Context: an optimization exercise on an open-source flow, tuned for small area, a short achievable clock period and few clock cycles per item. The choices shown serve that exercise and are no tape-out recipe. Only simulation tests tie the RTL to the original design; equivalence was not proved.

==> design/flow/design.v <==
module sha384_engine (
    input  wire          clk,
    input  wire          rst,           
    input  wire          msg_valid,
    output wire          msg_ready,
    input  wire          msg_first,     
    input  wire          msg_last,      
    input  wire [1023:0] msg_block,     
    output reg           digest_valid,
    output wire [383:0]  digest         
);
    localparam [511:0] IV = {64'hcbbb9d5dc1059ed8, 64'h629a292a367cd507, 64'h9159015a3070dd17, 64'h152fecd8f70e5939, 64'h67332667ffc00b31, 64'h8eb44a8768581511, 64'hdb0c2e0d64f98fa7, 64'h47b5481dbefa4fa4};
    function [63:0] rotr(input [63:0] x, input integer n);
        rotr = (x >> n) | (x << (64 - n));
    endfunction
    reg [511:0]  hv;
    reg [63:0]   a, b, c, d, e, f, g, h;
    reg [1023:0] w;
    reg [6:0]    t;
    reg          busy;
    reg          in_final;
    reg          last_q;
    reg [63:0] k_t;
    always @(*) begin
        case (t)
            7'd0: k_t = 64'h428a2f98d728ae22;
            7'd1: k_t = 64'h7137449123ef65cd;
            7'd2: k_t = 64'hb5c0fbcfec4d3b2f;
            7'd3: k_t = 64'he9b5dba58189dbbc;
            7'd4: k_t = 64'h3956c25bf348b538;
            7'd5: k_t = 64'h59f111f1b605d019;
            7'd6: k_t = 64'h923f82a4af194f9b;
            7'd7: k_t = 64'hab1c5ed5da6d8118;
            7'd8: k_t = 64'hd807aa98a3030242;
            7'd9: k_t = 64'h12835b0145706fbe;
            7'd10: k_t = 64'h243185be4ee4b28c;
            7'd11: k_t = 64'h550c7dc3d5ffb4e2;
            7'd12: k_t = 64'h72be5d74f27b896f;
            7'd13: k_t = 64'h80deb1fe3b1696b1;
            7'd14: k_t = 64'h9bdc06a725c71235;
            7'd15: k_t = 64'hc19bf174cf692694;
            7'd16: k_t = 64'he49b69c19ef14ad2;
            7'd17: k_t = 64'hefbe4786384f25e3;
            7'd18: k_t = 64'h0fc19dc68b8cd5b5;
            7'd19: k_t = 64'h240ca1cc77ac9c65;
            7'd20: k_t = 64'h2de92c6f592b0275;
            7'd21: k_t = 64'h4a7484aa6ea6e483;
            7'd22: k_t = 64'h5cb0a9dcbd41fbd4;
            7'd23: k_t = 64'h76f988da831153b5;
            7'd24: k_t = 64'h983e5152ee66dfab;
            7'd25: k_t = 64'ha831c66d2db43210;
            7'd26: k_t = 64'hb00327c898fb213f;
            7'd27: k_t = 64'hbf597fc7beef0ee4;
            7'd28: k_t = 64'hc6e00bf33da88fc2;
            7'd29: k_t = 64'hd5a79147930aa725;
            7'd30: k_t = 64'h06ca6351e003826f;
            7'd31: k_t = 64'h142929670a0e6e70;
            7'd32: k_t = 64'h27b70a8546d22ffc;
            7'd33: k_t = 64'h2e1b21385c26c926;
            7'd34: k_t = 64'h4d2c6dfc5ac42aed;
            7'd35: k_t = 64'h53380d139d95b3df;
            7'd36: k_t = 64'h650a73548baf63de;
            7'd37: k_t = 64'h766a0abb3c77b2a8;
            7'd38: k_t = 64'h81c2c92e47edaee6;
            7'd39: k_t = 64'h92722c851482353b;
            7'd40: k_t = 64'ha2bfe8a14cf10364;
            7'd41: k_t = 64'ha81a664bbc423001;
            7'd42: k_t = 64'hc24b8b70d0f89791;
            7'd43: k_t = 64'hc76c51a30654be30;
            7'd44: k_t = 64'hd192e819d6ef5218;
            7'd45: k_t = 64'hd69906245565a910;
            7'd46: k_t = 64'hf40e35855771202a;
            7'd47: k_t = 64'h106aa07032bbd1b8;
            7'd48: k_t = 64'h19a4c116b8d2d0c8;
            7'd49: k_t = 64'h1e376c085141ab53;
            7'd50: k_t = 64'h2748774cdf8eeb99;
            7'd51: k_t = 64'h34b0bcb5e19b48a8;
            7'd52: k_t = 64'h391c0cb3c5c95a63;
            7'd53: k_t = 64'h4ed8aa4ae3418acb;
            7'd54: k_t = 64'h5b9cca4f7763e373;
            7'd55: k_t = 64'h682e6ff3d6b2b8a3;
            7'd56: k_t = 64'h748f82ee5defb2fc;
            7'd57: k_t = 64'h78a5636f43172f60;
            7'd58: k_t = 64'h84c87814a1f0ab72;
            7'd59: k_t = 64'h8cc702081a6439ec;
            7'd60: k_t = 64'h90befffa23631e28;
            7'd61: k_t = 64'ha4506cebde82bde9;
            7'd62: k_t = 64'hbef9a3f7b2c67915;
            7'd63: k_t = 64'hc67178f2e372532b;
            7'd64: k_t = 64'hca273eceea26619c;
            7'd65: k_t = 64'hd186b8c721c0c207;
            7'd66: k_t = 64'heada7dd6cde0eb1e;
            7'd67: k_t = 64'hf57d4f7fee6ed178;
            7'd68: k_t = 64'h06f067aa72176fba;
            7'd69: k_t = 64'h0a637dc5a2c898a6;
            7'd70: k_t = 64'h113f9804bef90dae;
            7'd71: k_t = 64'h1b710b35131c471b;
            7'd72: k_t = 64'h28db77f523047d84;
            7'd73: k_t = 64'h32caab7b40c72493;
            7'd74: k_t = 64'h3c9ebe0a15c9bebc;
            7'd75: k_t = 64'h431d67c49c100d4c;
            7'd76: k_t = 64'h4cc5d4becb3e42b6;
            7'd77: k_t = 64'h597f299cfc657e2a;
            7'd78: k_t = 64'h5fcb6fab3ad6faec;
            7'd79: k_t = 64'h6c44198c4a475817;
            default: k_t = 64'd0;
        endcase
    end
    assign msg_ready = !busy;
    assign digest    = hv[511:128];
    wire accept = msg_valid && !busy;
    wire [63:0] s1e  = rotr(e, 14) ^ rotr(e, 18) ^ rotr(e, 41);
    wire [63:0] che  = (e & f) ^ (~e & g);
    wire [63:0] s0a  = rotr(a, 28) ^ rotr(a, 34) ^ rotr(a, 39);
    wire [63:0] maja = (a & b) ^ (a & c) ^ (b & c);
    wire [63:0] wt   = w[1023:960];
    wire [63:0] t1   = h + s1e + che + k_t + wt;
    wire [63:0] t2   = s0a + maja;
    wire [63:0] w1   = w[959:896];
    wire [63:0] w9   = w[447:384];
    wire [63:0] w14  = w[127:64];
    wire [63:0] ss0  = rotr(w1, 1) ^ rotr(w1, 8) ^ (w1 >> 7);
    wire [63:0] ss1  = rotr(w14, 19) ^ rotr(w14, 61) ^ (w14 >> 6);
    wire [63:0] wnew = ss1 + w9 + ss0 + wt;
    wire [511:0] base = msg_first ? IV : hv;
    always @(posedge clk) begin
        if (rst) begin
            busy         <= 1'b0;
            in_final     <= 1'b0;
            digest_valid <= 1'b0;
            t            <= 7'd0;
        end else begin
            digest_valid <= 1'b0;
            if (accept) begin
                hv     <= base;
                {a, b, c, d, e, f, g, h} <= base;
                w      <= msg_block;
                t      <= 7'd0;
                last_q <= msg_last;
                busy   <= 1'b1;
            end else if (busy && !in_final) begin
                h <= g;
                g <= f;
                f <= e;
                e <= d + t1;
                d <= c;
                c <= b;
                b <= a;
                a <= t1 + t2;
                w <= {w[959:0], wnew};
                t <= t + 7'd1;
                if (t == 7'd79)
                    in_final <= 1'b1;
            end else if (busy) begin
                hv <= {hv[511:448] + a, hv[447:384] + b, hv[383:320] + c, hv[319:256] + d,
                       hv[255:192] + e, hv[191:128] + f, hv[127:64]  + g, hv[63:0]    + h};
                digest_valid <= last_q;
                in_final     <= 1'b0;
                busy         <= 1'b0;
            end
        end
    end
endmodule
==> design/flow/run.sh <==
#!/bin/bash
# synth_recipe.tcl (not shown) runs the flow's synth.tcl, then flattens the netlist and writes it again
# the make line also repeats each setting of config.mk as NAME=value (left out here)
make -C /OpenROAD-flow-scripts/flow DESIGN_CONFIG=/design/flow/config.mk WORK_HOME=/design/flow/orfs CLKGATE_MAP_FILE= SYNTH_SCRIPT=/design/flow/synth_recipe.tcl finish
==> design/flow/config.mk <==
export PLATFORM = sky130hd
export DESIGN_NAME = sha384_engine
export DESIGN_NICKNAME = sha384_engine
export VERILOG_FILES = /design/flow/design.v
export SDC_FILE = /design/flow/constraint.sdc
export NUM_CORES = 4
export LEC_CHECK = 0
export CAP_MARGIN = 20
export CORE_MARGIN = 2
export CORE_UTILIZATION = 40
export PLACE_DENSITY = 0.6
export SLEW_MARGIN = 20
export SYNTH_MEMORY_MAX_BITS = 8192
==> design/flow/constraint.sdc <==
create_clock -name core_clock -period 12.0 [get_ports {clk}]
set_input_delay 2.4000 -clock core_clock [delete_from_list [all_inputs] [get_ports {clk}]]
set_output_delay 2.4000 -clock core_clock [all_outputs]
set_load 0.01 [all_outputs]
==> results.py <==
metrics = {
    "global_routing": {
        "grt_max_degree": 203,
        "track_usage": 0.4062,
        "grt_pass1_vias": 126400,
        "grt.overflow.total": 0,
        "grt_pass1_wl_um": 1074000,
        "antenna_found_initial": 162,
    },
    "sta": {
        "slew_headroom": 0.1028,
        "fmax_mhz": 105.2,
        "finalSetupTns_ps": 0,
        "skew_ps": 88.77,
        "tightest_slew_ps": 1346,
        "setup_ws_ps": 2491,
        "slew_viol_final": 0,
        "hold_viol": 0,
        "min_period_over_period": 0.7925,
        "layout_min_cycle_time_ps": 9509,
        "rsz0062_at_grt": "false",
        "final-setup-viol-count": 0,
    },
    "floorplanning": {
        "rows": 226,
        "initial_core_util": 0.4012,
        "dieWidth_um": 620.0,
        "ios": 1415,
        "core_um2": 378300,
        "die-area_um2": 384400,
        "die_height_um": 620.0,
    },
    "yosys": {
        "syn_area_per_cell_um2": 9.017,
        "yosys.area.top_type": "edfxtp_1",
        "yosysMostFrequentCell": "nand2_1",
        "synthMuxAreaShare": 0.005094,
        "synth_compound_area_frac": 0.1640,
        "synth_area_um2": 151800,
        "synth-simple-area-share": 0.1639,
        "yosys.area.top_type_share": 0.4053,
        "synth_flop_cell": "edfxtp_1",
        "synth_fa_ha_area_frac": 0.1184,
        "ys_warn_count": 1,
        "synth_xor_area_frac": 0.06993,
        "synth_cells": 16840,
        "synth_area_leaders": "edfxtp_1 (41%), nand2_1 (10%), ha_1 (6.4%)",
        "ys_ff_latch": 2123,
        "synth_top_family_by_area": "compound AO/OA/AOI/OAI gates",
        "async_flop_share": 0,
        "synth_cell_types": 121,
        "synth_edf_count": 2049,
        "synthTopCellsByCount": "nand2_1 (4228), edfxtp_1 (2049), o21ai_0 (1271)",
        "synth-seq-area-share": 0.4151,
        "synth_nets": 19030,
    },
    "route": {
        "drc": 0,
        "first_iter_violations": 20310,
        "routed_wl_um": 812300,
        "wl_per_cell_um": 35.64,
        "vias_per_cell": 6.042,
        "ant_nets": 0,
        "vias": 137700,
        "first_pass_iters": 6,
    },
    "clock_tree": {
        "cts-hold-fix-buffers": 0,
        "ctsResizeCount": 0,
        "htree_levels": 5,
        "cts_inserted_buffers": 272,
        "cts_root_buffer": "clkbuf_16",
        "clk_pin_slew_worst_paths_ps": 60,
        "post-cts-setup-buffers": 0,
        "clockBufferDepth": 4,
        "clock_latency_ps": 1000,
        "cts.sinks": 2123,
        "cts_tree": "built",
    },
    "hold_path": {
        "hp-start": "w[147]",
        "min_to": "w[211]",
        "hold_path_class": "register to register",
        "holdPathStages": 2,
    },
    "placement": {
        "dp_hpwl_um": 650700,
        "dp_slack_ps": 2665,
        "place.gp.congestion": 1.056,
        "port_buffers": 1414,
        "dpl.cell_count": 22220,
    },
    "worst_setup_path": {
        "cp.buffers_inverters": 2,
        "critPathSlowestCell": "xor2_1",
        "startpoint_type": "register",
        "reg2reg_depth": 30,
        "crit_path_max_incr_delay_ps": 830,
        "crit_family": "compound AO/OA/AOI/OAI gates",
        "path_depth": 30,
        "timing.rr.end": "a[63]",
        "cp-end-kind": "register",
        "crit_required_ps": 12680,
        "cp.arrival_ps": 10190,
        "worstReg2RegStart": "e[18]",
        "ff2ff_setup_slack_ps": 2490,
        "path_class": "register to register",
        "crit_path_max_fanout": 6,
    },
    "final_layout": {
        "area_growth_pct": 16.48,
        "final_cells": 22790,
        "finalNetCount": 19670,
        "drive_above_1_share": 0.04488,
    },
    "flow_run": {
        "drv_cap": 0,
    },
    "run_status": {
        "status": "no timing/DRC/antenna violations",
    },
}
## layout make-up
| type | count | area [um2] |
|---|---|---|
| Clock buffer | 337 | 7325 |
| Inverter | 897 | 3369 |
| Sequential cell | 2123 | 63010 |
| Multi-Input combinational cell | 12550 | 79330 |
| Antenna cell | 86 | 215.2 |
| Fill cell | 37040 | 201500 |
| Tap cell | 5016 | 6276 |
| Timing Repair Buffer | 1635 | 16030 |
| Clock inverter | 152 | 1254 |
## worst reg2reg max path, delay by kind of cell (launching register included)
family	cells	cell delay [ps]
buffers and inverters	2	90
XOR/XNOR	5	1610
AND/OR/NAND/NOR	3	330
AO/OA/AOI/OAI	15	4170
adder cells (fa/ha/maj)	5	2390
flip-flops	1	610
## how the worst max path moves through the flow
| stage | startpoint | endpoint |
|---|---|---|
| floorplan | msg_valid | a[0] |
| detailed placement | e[18] | a[63] |
| finish | e[18] | a[63] |
| CTS | e[18] | a[63] |
| global placement | e[18] | a[63] |
| global route | e[18] | a[63] |
## per-stage QoR
stage	utilization	cell area [um2]	hold WS [ps]
3_5_place_dp	0.4440	168000	496.6
3_3_place_gp	0.4439	168000	492.8
2_1_floorplan	-	151900	481.5
4_1_cts	0.4667	176600	421.0
5_1_grt	0.4670	176700	447.1
6_report	0.4673	176800	452.7
## logic make-up after synthesis
family | Yosys count
AND/OR/NAND/NOR | 6029
multiplexers | 74
adder cells (fa/ha/maj) | 1211
flip-flops | 2123
buffers and inverters | 2166
AO/OA/AOI/OAI | 4020
XOR/XNOR | 1212
## metal layers
metal  global-route usage  part of all wire
met2               0.5727              0.41
met1               0.5533              0.41
met4               0.1993             0.056
met5                    0           0.00054
met3               0.1367              0.12
## state kept, by name (all words and copies together) (netlist names), 64 cells and up
signal and flops:
f 64, h 64, g 64, c 64
b 64, a 64, w 1024, e 64
hv 512, d 64, k_t 64
## placed cells by master (no fill, tap or decap), types with 104 or more instances in the layout
cell type	count
nand2_1	4223
edfxtp_1	2049
clkdlybuf4s50_1	1413
o21ai_0	1268
a21oi_1	1086
inv_1	889
nor2_1	782
ha_1	774
xnor2_1	721
a21o_1	491
xor2_1	486
fa_1	391
clkbuf_16	283
buf_4	204
nand3_1	192
nor3_1	163
nand4_1	132
a31oi_1	131
o21bai_1	120
nand2b_1	106
a211oi_1	105
nor2b_1	104
Testbench counts, summed over its fixed seeds: cycles 135,300, blocks 1,650.

[afterwards: timing with drivers on the ports]
How much do the figures lean on ideal ports? The routed layout below was timed once more, with nothing changed but the port constraints.
Step 1 assumes that a clkbuf_16 drives the clock port and a buf_2 every other input.
Step 2 moves the port delays by t, midway between the first and last clock arrival at a register: inputs arrive t later, outputs are due t later. That takes back most of the time a late clock gives input paths.
Slacks: ideal / step 1 / step 2; pairs: ideal / step 1.
t, ns: 1.054
setup slack, ns: 2.491 / 2.491 / 2.491
worst hold slack (ns): 0.453 / 0.453 / 0.453
worst slew at a driven data input, ns: 0.26
After both steps setup and hold are still met in this run. For this run, drivers alone change the setup slack by 0.000 ns; drivers and shift together by 0.000 ns.
